Background: an optimization exercise with open tools, aiming at small area and a short achievable clock period. Do not read the settings as production practice. Only simulation tests tie the RTL to the original design; equivalence was not proved.

==> module int_divider, before the edit <==
module int_divider (
    input  wire        clk,
    input  wire        rst,
    input  wire        start,
    input  wire        op_signed,
    input  wire        op_rem,
    input  wire [63:0] a,
    input  wire [63:0] b,
    output reg         done,
    output wire [63:0] result,
    output wire        ovf,
    output wire        dz
);
    localparam [1:0] S_IDLE  = 2'd0;
    localparam [1:0] S_SETUP = 2'd1;
    localparam [1:0] S_ITER  = 2'd2;
    localparam [1:0] S_HOLD  = 2'd3;
    reg  [1:0]  state;
    reg  [63:0] rmd;       
    reg  [66:0] dvs;       
    reg         cin;       
    reg  [63:0] quo;       
    reg         sgn_r;
    reg         rem_r;
    reg         an_r;      
    reg         bn_r;      
    reg         ovf_r;
    reg         dz_r;
    reg  [6:0]  loa;       
    reg  [6:0]  lob;       
    reg         a_pow2;    
    reg         b_pow2;    
    reg  [4:0]  cnt;       
    reg         z0;        
    reg         first;     
    reg         cmp_r;     
    wire        setup = (state == S_SETUP);
    reg         ng_r;
    reg         ns_r;
    wire [63:0] ng_x = ng_r ? rmd : quo;
    wire        ng_s = ns_r;
    wire [63:0] ng_y = (ng_x ^ {64{ng_s}}) + {63'd0, ng_s};
    assign result = ng_y;
    assign ovf    = ovf_r;
    assign dz     = dz_r;
    wire        a_neg_in  = op_signed & a[63];
    wire        b_neg_in  = op_signed & b[63];
    wire [63:0] ax_in     = a ^ {64{a_neg_in}};         
    wire [63:0] bx_in     = b ^ {64{~b_neg_in}};        
    wire        a_pow2_in = a_neg_in & ~|(~a[63:1] & a[62:0]);
    wire        b_pow2_in = b_neg_in & ~|(~b[63:1] & b[62:0]);
    reg  [6:0]  loa_in;
    reg  [6:0]  lob_in;
    integer     i;
    always @* begin
        loa_in = 7'd64;
        for (i = 0; i < 64; i = i + 1)
            if (ax_in[i]) loa_in = 7'd63 - i[6:0];
        lob_in = 7'd64;
        for (i = 0; i < 64; i = i + 1)
            if (!bx_in[i]) lob_in = 7'd63 - i[6:0];
    end
    wire [63:0] bx     = dvs[63:0];                  
    wire        bx_one = &bx;
    wire        b_zero = bx_one & ~bn_r;
    wire [7:0]  sdiff  = {1'b0, lob} - {1'b0, loa} + {7'd0, a_pow2} - {7'd0, b_pow2};
    wire        no_q   = b_zero | sdiff[7];         
    wire [5:0]  shamt  = sdiff[5:0];
    reg  [4:0]  m;                                   
    reg         md0;                                 
    integer     j;
    always @* begin
        m   = 5'd0;
        md0 = 1'b0;
        for (j = 0; j < 64; j = j + 1)
            if (shamt == j[5:0]) begin
                m   = j / 3;
                md0 = (j % 3) == 0;
            end
    end
    wire [66:0] bx2    = {3'b111, bx, {2{cin}}} ;   
    wire [66:0] sh3    = m[0] ? {bx2[63:0],  {3{cin}}}  : bx2;
    wire [66:0] sh6    = m[1] ? {sh3[60:0],  {6{cin}}}  : sh3;
    wire [66:0] sh12   = m[2] ? {sh6[54:0],  {12{cin}}} : sh6;
    wire [66:0] sh24   = m[3] ? {sh12[42:0], {24{cin}}} : sh12;
    wire [66:0] dvs0   = m[4] ? {sh24[18:0], {48{cin}}} : sh24;
    wire        min_by_m1 = sgn_r & (rmd == 64'h8000_0000_0000_0000) & bx_one & bn_r;
    wire [63:0] s0, s1, s2;
    wire [3:0]  c0, c1, c2;
    wire [66:0] v0 = {1'b1, dvs[66:1]};
    wire [66:0] v1 = {1'b1, v0[66:1]};
    wire [66:0] v2 = {1'b1, v1[66:1]};
    div_add u_a0 (.x(rmd), .y(dvs[63:0]), .c(cin), .s(s0), .co(c0));
    wire [3:0]  q0v = c0 & {4{dvs[64] & dvs[65]}};
    wire        q0  = q0v[0];
    wire [63:0] r0  = ({{16{q0v[3]}}, {16{q0v[2]}}, {16{q0v[1]}}, {16{q0v[0]}}} & s0) |
                      ({{16{~q0v[3]}}, {16{~q0v[2]}}, {16{~q0v[1]}}, {16{~q0v[0]}}} & rmd);
    div_add u_a1 (.x(r0), .y(v0[63:0]), .c(cin), .s(s1), .co(c1));
    wire [3:0]  q1v = c1 & {4{v0[64]}};
    wire        q1  = q1v[0];
    wire [63:0] r1  = ({{16{q1v[3]}}, {16{q1v[2]}}, {16{q1v[1]}}, {16{q1v[0]}}} & s1) |
                      ({{16{~q1v[3]}}, {16{~q1v[2]}}, {16{~q1v[1]}}, {16{~q1v[0]}}} & r0);
    div_add u_a2 (.x(r1), .y(v1[63:0]), .c(cin), .s(s2), .co(c2));
    wire        q2  = c2[0];
    wire        iter  = (state == S_ITER);
    wire [63:0] rmd_e = iter ? r1 : (setup ? ng_y : a);
    wire [3:0]  take2 = {4{iter}} & c2;
    wire [63:0] rmd_d;
    genvar      gi;
    generate
        for (gi = 0; gi < 64; gi = gi + 1) begin : g_rmux
            div_mux2 u_m (.s(take2[gi / 16]), .a(s2[gi]), .b(rmd_e[gi]), .y(rmd_d[gi]));
        end
    endgenerate
    wire        bit_s = first ? q2 : cmp_r;          
    always @(posedge clk) begin
        if (rst) begin
            state <= S_IDLE;
            done  <= 1'b0;
        end else begin
            done <= 1'b0;
            case (state)
                S_IDLE: begin
                    if (start) begin
                        rmd    <= rmd_d;
                        dvs    <= {3'b111, bx_in};
                        cin    <= ~b_neg_in;
                        an_r   <= a_neg_in;
                        bn_r   <= b_neg_in;
                        loa    <= loa_in;
                        lob    <= lob_in;
                        a_pow2 <= a_pow2_in;
                        b_pow2 <= b_pow2_in;
                        sgn_r  <= op_signed;
                        rem_r  <= op_rem;
                        ng_r   <= 1'b1;
                        ns_r   <= a_neg_in;
                        state  <= S_SETUP;
                    end
                end
                S_SETUP: begin
                    rmd   <= rmd_d;
                    dvs   <= dvs0;
                    quo   <= 64'd0;
                    dz_r  <= b_zero;
                    ovf_r <= ~rem_r & min_by_m1;
                    first <= 1'b1;
                    ng_r  <= rem_r;
                    ns_r  <= rem_r ? an_r : (an_r ^ bn_r);
                    z0    <= md0;
                    cnt   <= m + 5'd1;
                    state <= no_q ? S_HOLD : S_ITER;
                end
                S_ITER: begin
                    rmd   <= rmd_d;
                    dvs   <= v2;
                    quo   <= {quo[60:0], q0, q1, q2};
                    first <= 1'b0;
                    if (first) cmp_r <= q2;
                    cnt   <= cnt - 5'd1;
                    if (cnt == 5'd1) begin
                        if (z0 & ~bit_s) begin
                            done  <= 1'b1;
                            state <= S_IDLE;
                        end else begin
                            state <= S_HOLD;
                        end
                    end
                end
                default: begin   
                    done  <= 1'b1;
                    state <= S_IDLE;
                end
            endcase
        end
    end
endmodule
export LEC_CHECK = 0
export CAP_MARGIN = 20
export CORE_MARGIN = 2
export CORE_UTILIZATION = 40
export SLEW_MARGIN = 20
export SYNTH_HIERARCHICAL = 1
create_clock -name core_clock -period 18.0 [get_ports {clk}]
standard.sh (not shown) runs the stock make flow with config.mk's settings and CLKGATE_MAP_FILE= SYNTH_SCRIPT=/design/flow/synth_recipe.tcl, a recipe that flattens the netlist after the stock synthesis.
==> flow/flow/run.sh <==
#!/bin/bash
set -euo pipefail
bash standard.sh SETUP_SLACK_MARGIN=10 finish > make_finish.log 2>&1
Then changed:
--- a/flow/design.v
+++ b/flow/design.v
@@ -32,16 +32,15 @@
     reg         b_pow2;    
     reg  [4:0]  cnt;       
     reg         z0;        
     reg         first;     
     reg         cmp_r;     
     wire        setup = (state == S_SETUP);
-    reg         ng_r;
-    reg         ns_r;
-    wire [63:0] ng_x = ng_r ? rmd : quo;
-    wire        ng_s = ns_r;
+    wire        fneg = rem_r ? an_r : (an_r ^ bn_r);
+    wire [63:0] ng_x = (setup | rem_r) ? rmd : quo;
+    wire        ng_s = setup ? an_r : fneg;
     wire [63:0] ng_y = (ng_x ^ {64{ng_s}}) + {63'd0, ng_s};
     assign result = ng_y;
     assign ovf    = ovf_r;
     assign dz     = dz_r;
     wire        a_neg_in  = op_signed & a[63];
     wire        b_neg_in  = op_signed & b[63];
@@ -130,26 +129,22 @@
                         loa    <= loa_in;
                         lob    <= lob_in;
                         a_pow2 <= a_pow2_in;
                         b_pow2 <= b_pow2_in;
                         sgn_r  <= op_signed;
                         rem_r  <= op_rem;
-                        ng_r   <= 1'b1;
-                        ns_r   <= a_neg_in;
                         state  <= S_SETUP;
                     end
                 end
                 S_SETUP: begin
                     rmd   <= rmd_d;
                     dvs   <= dvs0;
                     quo   <= 64'd0;
                     dz_r  <= b_zero;
                     ovf_r <= ~rem_r & min_by_m1;
                     first <= 1'b1;
-                    ng_r  <= rem_r;
-                    ns_r  <= rem_r ? an_r : (an_r ^ bn_r);
                     z0    <= md0;
                     cnt   <= m + 5'd1;
                     state <= no_q ? S_HOLD : S_ITER;
                 end
                 S_ITER: begin
                     rmd   <= rmd_d;
Outcome: The new run finished clean. Clock-buffer cell count rises by 5. Fmax falls by 3.6%. Register-to-register slack gets worse by 20 ps. Die area rises by 0.97%. Final cell count rises by 2.2%. Routed wire length rises by 3.1%. Via count rises by 2.4%. Non-clock buffer count rises by 38. Final area rises by 2.4%. Core utilization rises by 0.85 points.

## what the ideal ports hide
Ports are ideal in the flow. The routed layouts listed here were re-timed in OpenROAD. Step 1 sets driving cells, clkbuf_16 on the clock port and buf_2 on the other inputs (assumed; they add their load-dependent delay and slew). Step 2 also shifts input and output timing later by t, the mid clock arrival at the registers, as if the neighbouring blocks saw the same clock. Three values: ideal, step 1, step 2; two values: the first two.
run | t (ns) | slack for setup (ns) | worst hold slack (ns) | worst setup path after step 2 | worst slew at a driven data input, ns
the first run | 0.660 | 10.026 / 9.961 / 9.552 | 0.520 / 0.520 / 0.520 | input to register | 0.05
the second run | 0.694 | 9.728 / 9.654 / 9.575 | 0.547 / 0.547 / 0.547 | input to register | 0.08
After both steps every run listed still meets setup and hold. The setup slack of the first run, which loses most, moves by -0.065 ns with the drivers and by -0.474 ns with both steps.
